Context: an optimization exercise on an open-source flow, tuned for small area, a short achievable clock period and few clock cycles per item. The choices shown serve that exercise and are no tape-out recipe.
In this exercise RTL edits were held to simulation tests only and were not proved equivalent to the original.
No activity file was given, so power comes from the tool's default toggle rates.

--- flow/run.sh ---
#!/bin/bash
# synth_recipe.tcl (not shown) runs the flow's synth.tcl, then flattens the netlist and writes it again
# the make line also repeats each setting of config.mk as NAME=value (left out here)
make -C /OpenROAD-flow-scripts/flow DESIGN_CONFIG=/design/flow/config.mk WORK_HOME=/design/flow/orfs CLKGATE_MAP_FILE= SYNTH_SCRIPT=/design/flow/synth_recipe.tcl finish
--- flow/config.mk ---
export PLATFORM = sky130hd
export DESIGN_NAME = xts_lane
export DESIGN_NICKNAME = xts_lane
export VERILOG_FILES = /design/flow/design.v
export SDC_FILE = /design/flow/constraint.sdc
export NUM_CORES = 8
export LEC_CHECK = 0
export CAP_MARGIN = 20
export CORE_MARGIN = 2
export CORE_UTILIZATION = 30
export PLACE_DENSITY = 0.4
export SLEW_MARGIN = 20
--- flow/constraint.sdc ---
create_clock -name core_clock -period 8.5 [get_ports {clk}]
set_input_delay 1.7000 -clock core_clock [delete_from_list [all_inputs] [get_ports {clk}]]
set_output_delay 1.7000 -clock core_clock [all_outputs]
set_load 0.01 [all_outputs]
--- flow/design.v ---
module xts_lane (
  input  wire         clk,
  input  wire         rst,
  input  wire         cmd_valid,
  output wire         cmd_ready,
  input  wire [255:0] cmd_key1,    
  input  wire [255:0] cmd_key2,    
  input  wire [127:0] cmd_tweak,   
  input  wire [7:0]   cmd_nblk,    
  input  wire         in_valid,
  output wire         in_ready,
  input  wire [127:0] in_data,
  output wire         out_valid,
  input  wire         out_ready,
  output reg  [127:0] out_data
);
  function automatic [7:0] sbox(input [7:0] a);
    case (a)
      8'h00: sbox = 8'h63;
      8'h01: sbox = 8'h7C;
      8'h02: sbox = 8'h77;
      8'h03: sbox = 8'h7B;
      8'h04: sbox = 8'hF2;
      8'h05: sbox = 8'h6B;
      8'h06: sbox = 8'h6F;
      8'h07: sbox = 8'hC5;
      8'h08: sbox = 8'h30;
      8'h09: sbox = 8'h01;
      8'h0A: sbox = 8'h67;
      8'h0B: sbox = 8'h2B;
      8'h0C: sbox = 8'hFE;
      8'h0D: sbox = 8'hD7;
      8'h0E: sbox = 8'hAB;
      8'h0F: sbox = 8'h76;
      8'h10: sbox = 8'hCA;
      8'h11: sbox = 8'h82;
      8'h12: sbox = 8'hC9;
      8'h13: sbox = 8'h7D;
      8'h14: sbox = 8'hFA;
      8'h15: sbox = 8'h59;
      8'h16: sbox = 8'h47;
      8'h17: sbox = 8'hF0;
      8'h18: sbox = 8'hAD;
      8'h19: sbox = 8'hD4;
      8'h1A: sbox = 8'hA2;
      8'h1B: sbox = 8'hAF;
      8'h1C: sbox = 8'h9C;
      8'h1D: sbox = 8'hA4;
      8'h1E: sbox = 8'h72;
      8'h1F: sbox = 8'hC0;
      8'h20: sbox = 8'hB7;
      8'h21: sbox = 8'hFD;
      8'h22: sbox = 8'h93;
      8'h23: sbox = 8'h26;
      8'h24: sbox = 8'h36;
      8'h25: sbox = 8'h3F;
      8'h26: sbox = 8'hF7;
      8'h27: sbox = 8'hCC;
      8'h28: sbox = 8'h34;
      8'h29: sbox = 8'hA5;
      8'h2A: sbox = 8'hE5;
      8'h2B: sbox = 8'hF1;
      8'h2C: sbox = 8'h71;
      8'h2D: sbox = 8'hD8;
      8'h2E: sbox = 8'h31;
      8'h2F: sbox = 8'h15;
      8'h30: sbox = 8'h04;
      8'h31: sbox = 8'hC7;
      8'h32: sbox = 8'h23;
      8'h33: sbox = 8'hC3;
      8'h34: sbox = 8'h18;
      8'h35: sbox = 8'h96;
      8'h36: sbox = 8'h05;
      8'h37: sbox = 8'h9A;
      8'h38: sbox = 8'h07;
      8'h39: sbox = 8'h12;
      8'h3A: sbox = 8'h80;
      8'h3B: sbox = 8'hE2;
      8'h3C: sbox = 8'hEB;
      8'h3D: sbox = 8'h27;
      8'h3E: sbox = 8'hB2;
      8'h3F: sbox = 8'h75;
      8'h40: sbox = 8'h09;
      8'h41: sbox = 8'h83;
      8'h42: sbox = 8'h2C;
      8'h43: sbox = 8'h1A;
      8'h44: sbox = 8'h1B;
      8'h45: sbox = 8'h6E;
      8'h46: sbox = 8'h5A;
      8'h47: sbox = 8'hA0;
      8'h48: sbox = 8'h52;
      8'h49: sbox = 8'h3B;
      8'h4A: sbox = 8'hD6;
      8'h4B: sbox = 8'hB3;
      8'h4C: sbox = 8'h29;
      8'h4D: sbox = 8'hE3;
      8'h4E: sbox = 8'h2F;
      8'h4F: sbox = 8'h84;
      8'h50: sbox = 8'h53;
      8'h51: sbox = 8'hD1;
      8'h52: sbox = 8'h00;
      8'h53: sbox = 8'hED;
      8'h54: sbox = 8'h20;
      8'h55: sbox = 8'hFC;
      8'h56: sbox = 8'hB1;
      8'h57: sbox = 8'h5B;
      8'h58: sbox = 8'h6A;
      8'h59: sbox = 8'hCB;
      8'h5A: sbox = 8'hBE;
      8'h5B: sbox = 8'h39;
      8'h5C: sbox = 8'h4A;
      8'h5D: sbox = 8'h4C;
      8'h5E: sbox = 8'h58;
      8'h5F: sbox = 8'hCF;
      8'h60: sbox = 8'hD0;
      8'h61: sbox = 8'hEF;
      8'h62: sbox = 8'hAA;
      8'h63: sbox = 8'hFB;
      8'h64: sbox = 8'h43;
      8'h65: sbox = 8'h4D;
      8'h66: sbox = 8'h33;
      8'h67: sbox = 8'h85;
      8'h68: sbox = 8'h45;
      8'h69: sbox = 8'hF9;
      8'h6A: sbox = 8'h02;
      8'h6B: sbox = 8'h7F;
      8'h6C: sbox = 8'h50;
      8'h6D: sbox = 8'h3C;
      8'h6E: sbox = 8'h9F;
      8'h6F: sbox = 8'hA8;
      8'h70: sbox = 8'h51;
      8'h71: sbox = 8'hA3;
      8'h72: sbox = 8'h40;
      8'h73: sbox = 8'h8F;
      8'h74: sbox = 8'h92;
      8'h75: sbox = 8'h9D;
      8'h76: sbox = 8'h38;
      8'h77: sbox = 8'hF5;
      8'h78: sbox = 8'hBC;
      8'h79: sbox = 8'hB6;
      8'h7A: sbox = 8'hDA;
      8'h7B: sbox = 8'h21;
      8'h7C: sbox = 8'h10;
      8'h7D: sbox = 8'hFF;
      8'h7E: sbox = 8'hF3;
      8'h7F: sbox = 8'hD2;
      8'h80: sbox = 8'hCD;
      8'h81: sbox = 8'h0C;
      8'h82: sbox = 8'h13;
      8'h83: sbox = 8'hEC;
      8'h84: sbox = 8'h5F;
      8'h85: sbox = 8'h97;
      8'h86: sbox = 8'h44;
      8'h87: sbox = 8'h17;
      8'h88: sbox = 8'hC4;
      8'h89: sbox = 8'hA7;
      8'h8A: sbox = 8'h7E;
      8'h8B: sbox = 8'h3D;
      8'h8C: sbox = 8'h64;
      8'h8D: sbox = 8'h5D;
      8'h8E: sbox = 8'h19;
      8'h8F: sbox = 8'h73;
      8'h90: sbox = 8'h60;
      8'h91: sbox = 8'h81;
      8'h92: sbox = 8'h4F;
      8'h93: sbox = 8'hDC;
      8'h94: sbox = 8'h22;
      8'h95: sbox = 8'h2A;
      8'h96: sbox = 8'h90;
      8'h97: sbox = 8'h88;
      8'h98: sbox = 8'h46;
      8'h99: sbox = 8'hEE;
      8'h9A: sbox = 8'hB8;
      8'h9B: sbox = 8'h14;
      8'h9C: sbox = 8'hDE;
      8'h9D: sbox = 8'h5E;
      8'h9E: sbox = 8'h0B;
      8'h9F: sbox = 8'hDB;
      8'hA0: sbox = 8'hE0;
      8'hA1: sbox = 8'h32;
      8'hA2: sbox = 8'h3A;
      8'hA3: sbox = 8'h0A;
      8'hA4: sbox = 8'h49;
      8'hA5: sbox = 8'h06;
      8'hA6: sbox = 8'h24;
      8'hA7: sbox = 8'h5C;
      8'hA8: sbox = 8'hC2;
      8'hA9: sbox = 8'hD3;
      8'hAA: sbox = 8'hAC;
      8'hAB: sbox = 8'h62;
      8'hAC: sbox = 8'h91;
      8'hAD: sbox = 8'h95;
      8'hAE: sbox = 8'hE4;
      8'hAF: sbox = 8'h79;
      8'hB0: sbox = 8'hE7;
      8'hB1: sbox = 8'hC8;
      8'hB2: sbox = 8'h37;
      8'hB3: sbox = 8'h6D;
      8'hB4: sbox = 8'h8D;
      8'hB5: sbox = 8'hD5;
      8'hB6: sbox = 8'h4E;
      8'hB7: sbox = 8'hA9;
      8'hB8: sbox = 8'h6C;
      8'hB9: sbox = 8'h56;
      8'hBA: sbox = 8'hF4;
      8'hBB: sbox = 8'hEA;
      8'hBC: sbox = 8'h65;
      8'hBD: sbox = 8'h7A;
      8'hBE: sbox = 8'hAE;
      8'hBF: sbox = 8'h08;
      8'hC0: sbox = 8'hBA;
      8'hC1: sbox = 8'h78;
      8'hC2: sbox = 8'h25;
      8'hC3: sbox = 8'h2E;
      8'hC4: sbox = 8'h1C;
      8'hC5: sbox = 8'hA6;
      8'hC6: sbox = 8'hB4;
      8'hC7: sbox = 8'hC6;
      8'hC8: sbox = 8'hE8;
      8'hC9: sbox = 8'hDD;
      8'hCA: sbox = 8'h74;
      8'hCB: sbox = 8'h1F;
      8'hCC: sbox = 8'h4B;
      8'hCD: sbox = 8'hBD;
      8'hCE: sbox = 8'h8B;
      8'hCF: sbox = 8'h8A;
      8'hD0: sbox = 8'h70;
      8'hD1: sbox = 8'h3E;
      8'hD2: sbox = 8'hB5;
      8'hD3: sbox = 8'h66;
      8'hD4: sbox = 8'h48;
      8'hD5: sbox = 8'h03;
      8'hD6: sbox = 8'hF6;
      8'hD7: sbox = 8'h0E;
      8'hD8: sbox = 8'h61;
      8'hD9: sbox = 8'h35;
      8'hDA: sbox = 8'h57;
      8'hDB: sbox = 8'hB9;
      8'hDC: sbox = 8'h86;
      8'hDD: sbox = 8'hC1;
      8'hDE: sbox = 8'h1D;
      8'hDF: sbox = 8'h9E;
      8'hE0: sbox = 8'hE1;
      8'hE1: sbox = 8'hF8;
      8'hE2: sbox = 8'h98;
      8'hE3: sbox = 8'h11;
      8'hE4: sbox = 8'h69;
      8'hE5: sbox = 8'hD9;
      8'hE6: sbox = 8'h8E;
      8'hE7: sbox = 8'h94;
      8'hE8: sbox = 8'h9B;
      8'hE9: sbox = 8'h1E;
      8'hEA: sbox = 8'h87;
      8'hEB: sbox = 8'hE9;
      8'hEC: sbox = 8'hCE;
      8'hED: sbox = 8'h55;
      8'hEE: sbox = 8'h28;
      8'hEF: sbox = 8'hDF;
      8'hF0: sbox = 8'h8C;
      8'hF1: sbox = 8'hA1;
      8'hF2: sbox = 8'h89;
      8'hF3: sbox = 8'h0D;
      8'hF4: sbox = 8'hBF;
      8'hF5: sbox = 8'hE6;
      8'hF6: sbox = 8'h42;
      8'hF7: sbox = 8'h68;
      8'hF8: sbox = 8'h41;
      8'hF9: sbox = 8'h99;
      8'hFA: sbox = 8'h2D;
      8'hFB: sbox = 8'h0F;
      8'hFC: sbox = 8'hB0;
      8'hFD: sbox = 8'h54;
      8'hFE: sbox = 8'hBB;
      8'hFF: sbox = 8'h16;
      default: sbox = 8'h00;
    endcase
  endfunction
  function automatic [7:0] xtime(input [7:0] a);
    xtime = {a[6:0], 1'b0} ^ (a[7] ? 8'h1B : 8'h00);
  endfunction
  function automatic [31:0] mix_column(input [31:0] c);
    reg [7:0] a0, a1, a2, a3;
    begin
      a0 = c[7:0]; a1 = c[15:8]; a2 = c[23:16]; a3 = c[31:24];
      mix_column[7:0]   = xtime(a0) ^ (xtime(a1) ^ a1) ^ a2 ^ a3;
      mix_column[15:8]  = a0 ^ xtime(a1) ^ (xtime(a2) ^ a2) ^ a3;
      mix_column[23:16] = a0 ^ a1 ^ xtime(a2) ^ (xtime(a3) ^ a3);
      mix_column[31:24] = (xtime(a0) ^ a0) ^ a1 ^ a2 ^ xtime(a3);
    end
  endfunction
  function automatic [31:0] sub_word(input [31:0] w);
    sub_word = {sbox(w[31:24]), sbox(w[23:16]), sbox(w[15:8]), sbox(w[7:0])};
  endfunction
  function automatic [127:0] aes_round(input [127:0] s, input last);
    reg [127:0] sb, sr;
    integer i, r, c;
    begin
      for (i = 0; i < 16; i = i + 1)
        sb[8*i +: 8] = sbox(s[8*i +: 8]);
      for (c = 0; c < 4; c = c + 1)
        for (r = 0; r < 4; r = r + 1)
          sr[8*(r + 4*c) +: 8] = sb[8*(r + 4*((c + r) % 4)) +: 8];
      if (last)
        aes_round = sr;
      else
        for (c = 0; c < 4; c = c + 1)
          aes_round[32*c +: 32] = mix_column(sr[32*c +: 32]);
    end
  endfunction
  function automatic [127:0] next_key(input [127:0] k0, input [127:0] k1,
                                      input rot, input [7:0] rcon);
    reg [31:0] t;
    reg [127:0] k;
    begin
      if (rot)
        t = sub_word({k1[103:96], k1[127:104]}) ^ {24'd0, rcon};
      else
        t = sub_word(k1[127:96]);
      k[31:0]   = k0[31:0]   ^ t;
      k[63:32]  = k0[63:32]  ^ k[31:0];
      k[95:64]  = k0[95:64]  ^ k[63:32];
      k[127:96] = k0[127:96] ^ k[95:64];
      next_key = k;
    end
  endfunction
  function automatic [127:0] mul_alpha(input [127:0] t);
    mul_alpha = {t[126:0], 1'b0} ^ (t[127] ? 128'h87 : 128'h0);
  endfunction
  localparam S_IDLE = 3'd0, S_TWEAK = 3'd1, S_WAIT = 3'd2, S_RUN = 3'd3,
             S_OUT = 3'd4;
  reg [2:0]   state;
  reg [255:0] key1;
  reg [127:0] tweak;      
  reg [7:0]   blk_left;   
  reg [127:0] st;         
  reg [127:0] kprev, kcur;  
  reg [3:0]   round;      
  reg [7:0]   rcon;
  assign cmd_ready = (state == S_IDLE);
  assign in_ready  = (state == S_WAIT);
  assign out_valid = (state == S_OUT);
  wire         last_round = (round == 4'd14);
  wire [127:0] rnd        = aes_round(st, last_round) ^ kcur;
  wire         nk_rot     = round[0];     
  wire [127:0] nk         = next_key(kprev, kcur, nk_rot, rcon);
  always @(posedge clk) begin
    if (rst) begin
      state <= S_IDLE;
    end else begin
      case (state)
        S_IDLE: begin
          if (cmd_valid) begin
            key1     <= cmd_key1;
            blk_left <= cmd_nblk;
            st       <= cmd_tweak ^ cmd_key2[127:0];
            kprev    <= cmd_key2[127:0];
            kcur     <= cmd_key2[255:128];
            round    <= 4'd1;
            rcon     <= 8'h01;
            state    <= S_TWEAK;
          end
        end
        S_TWEAK, S_RUN: begin
          st    <= rnd;
          kprev <= kcur;
          kcur  <= nk;
          round <= round + 4'd1;
          if (nk_rot) rcon <= xtime(rcon);
          if (last_round) begin
            if (state == S_TWEAK) begin
              tweak <= rnd;
              state <= S_WAIT;
            end else begin
              out_data <= rnd ^ tweak;
              state    <= S_OUT;
            end
          end
        end
        S_WAIT: begin
          if (in_valid) begin
            st    <= in_data ^ tweak ^ key1[127:0];
            kprev <= key1[127:0];
            kcur  <= key1[255:128];
            round <= 4'd1;
            rcon  <= 8'h01;
            state <= S_RUN;
          end
        end
        S_OUT: begin
          if (out_ready) begin
            tweak <= mul_alpha(tweak);
            if (blk_left == 8'd0) begin
              state <= S_IDLE;
            end else begin
              blk_left <= blk_left - 8'd1;
              state    <= S_WAIT;
            end
          end
        end
        default: state <= S_IDLE;
      endcase
    end
  end
endmodule
==> notes.md <==
==> cell type report <==
cell class	count	area share [%]
inverter	176	0.461
clock buffer	204	2.89
multi-input combinational	13399	59.3
antenna	90	0.150
sequential	1079	20.5
tap	5663	4.71
clock inverter	91	0.666
timing repair buffer	1892	11.4
==> worst paths after layout <==
path	from	to	depth (start not counted)	slack [ns]
worst max-delay path	cmd_valid	flop	14	1.68
worst min register to register	key1[168]$_DFFE_PP_	kcur[40]$_DFFE_PN_	2	0.55
worst max register to register	round[0]$_SDFFCE_PN1N_	flop	15	1.81
worst min-delay path	key1[168]$_DFFE_PP_	kcur[40]$_DFFE_PN_	2	0.55
==> worst max-delay path: cells and delay by family <==
family,cells,cell delay [ns]
compound gates,7,2.42
mux,1,0.46
simple gates,2,0.85
buf+inv,3,1.34
fa+ha+maj,1,0.76
==> power breakdown <==
group / internal [mW] / switching [mW]
clock network: 4.16 / 3.19
logic: 18.9 / 41.8
registers: 8.09 / 2.35
total: 31.2 / 47.4
==> metal layers <==
layer	track usage [%]	wire length [um]	vias up	share of wire, %
met2	62.3	402000	11670	42
met3	10.3	104000	2146	11
met4	27.4	77300	32	8.0
li1	-	-	64171	-
met1	54.9	380000	78118	39
met5	0	242	-	0.025
==> logic make-up after synthesis <==
group	synth area share, %
adder cells (fa/ha/maj)	2.31
flip-flops	24.0
multiplexers	1.88
XOR/XNOR	10.9
buffers and inverters	7.03
AND/OR/NAND/NOR	18.3
AO/OA/AOI/OAI	35.5
==> through the flow <==
| stage | area [sq um] | TNS, ns |
|---|---|---|
| 2_1_floorplan | 128000 | -477.57 |
| 3_3_place_gp | 145000 | -0.0635 |
| 3_5_place_dp | 145000 | 0 |
| 4_1_cts | 150000 | 0 |
| 5_1_grt | 150000 | 0 |
| 6_report | 150000 | 0 |
==> layout by cell type, fill, tap and decap left out, drive strengths merged, types with 109 or more instances in the layout <==
master,Yosys,routed
o221ai,160,160
and3,111,111
inv,166,176
o31ai,136,136
clkdlybuf4s50,0,911
and2,109,109
ha,236,236
nand3,541,541
nand2,1725,1725
xnor2,605,605
nor3,598,598
nor2,1438,1438
o311ai,230,230
clkbuf,765,205
a31oi,332,332
a221oi,194,194
a311oi,201,201
edfxtp,916,916
dfxtp,163,163
o21ai,1409,1409
mux2i,207,207
a22oi,431,431
buf,1031,980
xor2,335,335
a211oi,398,398
a21oi,1267,1267
xnor3,199,199
o211ai,395,395
nand4,116,116
o22ai,230,230
==> notes.md <==
Flow run
Max-cap violations in this run came to 0.

STA
Static timing analysis puts the maximum clock frequency at 0.147 GHz. The max-slew violation count is 0. Final hold analysis gives a worst-case slack of 0.545 ns. The minimum period implied by the final worst setup slack is 6.82 ns.

Measured against its own limit, the worst slew margin works out to 9.86%. The share of the cycle needed by the critical path after routing is 80.2%. The number of failing hold endpoints at the final stage is 0. Once routing completed, OpenROAD measured the worst setup slack at 1.68 ns.

Setup violations remaining at the end of the flow were counted as 0. The slew at the pin closest to its max-slew limit is 1.32 ns. Setup repair after global routing left no endpoint under its margin. For the final database, setup skew stands at 0.0740 ns.

Placement
In this run, placement finished with an instance count of 22,206. OpenSTA, run right after detailed placement, puts the worst setup slack at 0.911 ns. At the end of routability-driven placement, the weighted congestion stood at 1.05.

Summed over all nets, the half-perimeter wirelength after detailed placement is 729,000 um. Port buffering added 911 buffers.

Floorplanning
The count of boundary I/O pins is 912. The overall die area is 432,000 sq um. The initial utilization of the core area, before any placement, comes to 30.2%. After floorplanning, the core was sized to cover 424,000 sq um.

Row generation in the floorplan step produced 239 rows. Measured along the y axis, the die boundary spans 657 um. The floorplan step set the die width to 657 um.

Worst setup path
The startpoint type of the worst setup path is an input pin. The critical path goes through clkdlybuf4s50_1 -> mux2_2 -> o21ai_4 -> buf_4 -> a2111oi_0 -> a211oi_1 -> o21ai_2 -> inv_2 -> ha_1 -> nand3_1 -> a32o_1 -> a221oi_1 -> a211oi_1 -> or4_1. STA puts the critical path data required time at 9.31 ns. Among the stages of the critical path, the cell type that occurs most often is a211oi_1. On the critical path, the stage with the largest delay is an instance of a211oi_1. The setup path with the least slack is of type input pin to flop. The type of element capturing the critical path is a flop.

At the worst endpoint, the arrival time is 7.63 ns. Of all nets on the critical path, the largest fanout is 32. For this run, the slowest stage of the critical path takes 0.87 ns.

Synthesis
Ranked by instance count, the synthesized netlist is headed by 1,717 x nand2_1, 1,421 x nor2_1, 1,347 x o21ai_0. The fraction of synthesized cell area taken by the top area cell type is 21.5%. The count of state elements after synthesis is 1,079. Counting flops with a built-in enable in the synthesized netlist gives 916.

The async set-reset flop share out of synthesis is 0%. For this run, the number of Yosys warnings is 1. The number of nets in the synthesized netlist is 17,467. The cell count after synthesis is 16,450. Synthesis instantiated 140 different standard cells from the library.

Sorting the synthesized cells by area gives the leading types as edfxtp_1 21%, o21ai_0 5.3%, nand2_1 5.0%. The cell taking the most area after synthesis is edfxtp_1. Among all flip-flop cells after synthesis, the most frequent one is edfxtp_1.

The mapped netlist covers 128,000 sq um. After synthesis, the mean cell area works out to 7.78 sq um. After synthesis, flip-flops and latches occupy 24.0% of the total area.

By instance count, the leading cell after synthesis is nand2_1.

Finish
The area growth from synthesis to final layout is 17.4%. Registers take 30,800 sq um. The count of fill cells added during filler insertion is 45,100.

In the final layout, the multi-input gates occupy 89,100 sq um. The fraction of layout instances using a drive strength above 1 is 9.88%. After the last flow step, the layout net total stands at 17,726. The count of cells in the finished layout, fillers not included, comes to 22,594. The final core utilization is 35.4%.

Routing
The residual DRC count is 0. The number of detailed-route iterations in the first pass is 7. The number of DRC markers in iteration 0 is 26,828. The via-per-instance ratio is 6.91. The number of routed nets with antenna violations is 0. Across all layers, the routed design uses 156,137 vias. Summed over all layers, the routed wires come to 963,000 um. The mean routed wirelength per cell is 42.6 um.

Clocking
The count of instances resized after the clock tree is built is 0. The number of clock buffers added by TritonCTS is 161. The clock latency of the later-clocked register in the worst-skew pair is 0.97 ns.

The clock tree from TritonCTS is done. The number of sinks handled by clock tree synthesis is 1,079. After clock tree synthesis, the flow added hold-fix buffers numbering 0.

The root cell of the clock tree is clkbuf_16. The worst-case clock buffer depth is 4. In this run the post-CTS setup repair buffer count came out at 0. The clock transition at the register clock pins on the worst setup and hold paths after CTS is 0.06 ns.

The H-tree generated during clock tree synthesis spans 4 levels.

GRT
The number of antenna violations at the first check in global routing is 115. The via count of the first global-routing pass was 143,809. The remaining global-route overflow is 0. The wire length of the first global-routing pass is 1,290,000 um. The global-route total usage across every layer is 42.3%. The pin count of the biggest net entering global routing is 113.

Power
The worst supply voltage drop on vdd is 0.365 mV. The analysis attributes to cell leakage a power of 52.8 nW. Power spread over the standard cell area amounts to 523 nW/um^2. The design draws 78.6 mW.

Hold path
The min-delay analysis places its worst path in the category flop to flop.

Outcome
The run finished with no timing, DRC or antenna violations.
Testbench counts, summed over its fixed seeds: cycles 147,996, blocks 9,216.

[static timing again, ports no longer ideal]
No port has a modelled driver above. Below, the same layout with a new extraction and two added sets of constraints. Step 1 assumes that a clkbuf_16 drives the clock port and a buf_2 every other input. Step 2, shift: input delay + t, output delay - t, t = (earliest + latest rising clock arrival at the registers) / 2. This alone moves slack from input paths to output paths. Slacks: ideal / step 1 / step 2; pairs: ideal / step 1.
t (ns): 1.050
slack for setup (ns): 1.684 / 1.757 / 0.706
worst setup path after step 2: input to register
pins driven straight from the clock port: 1
After both steps setup and hold are still met in this run. The setup slack of this run moves by +0.073 ns with the drivers and by -0.978 ns with both steps.
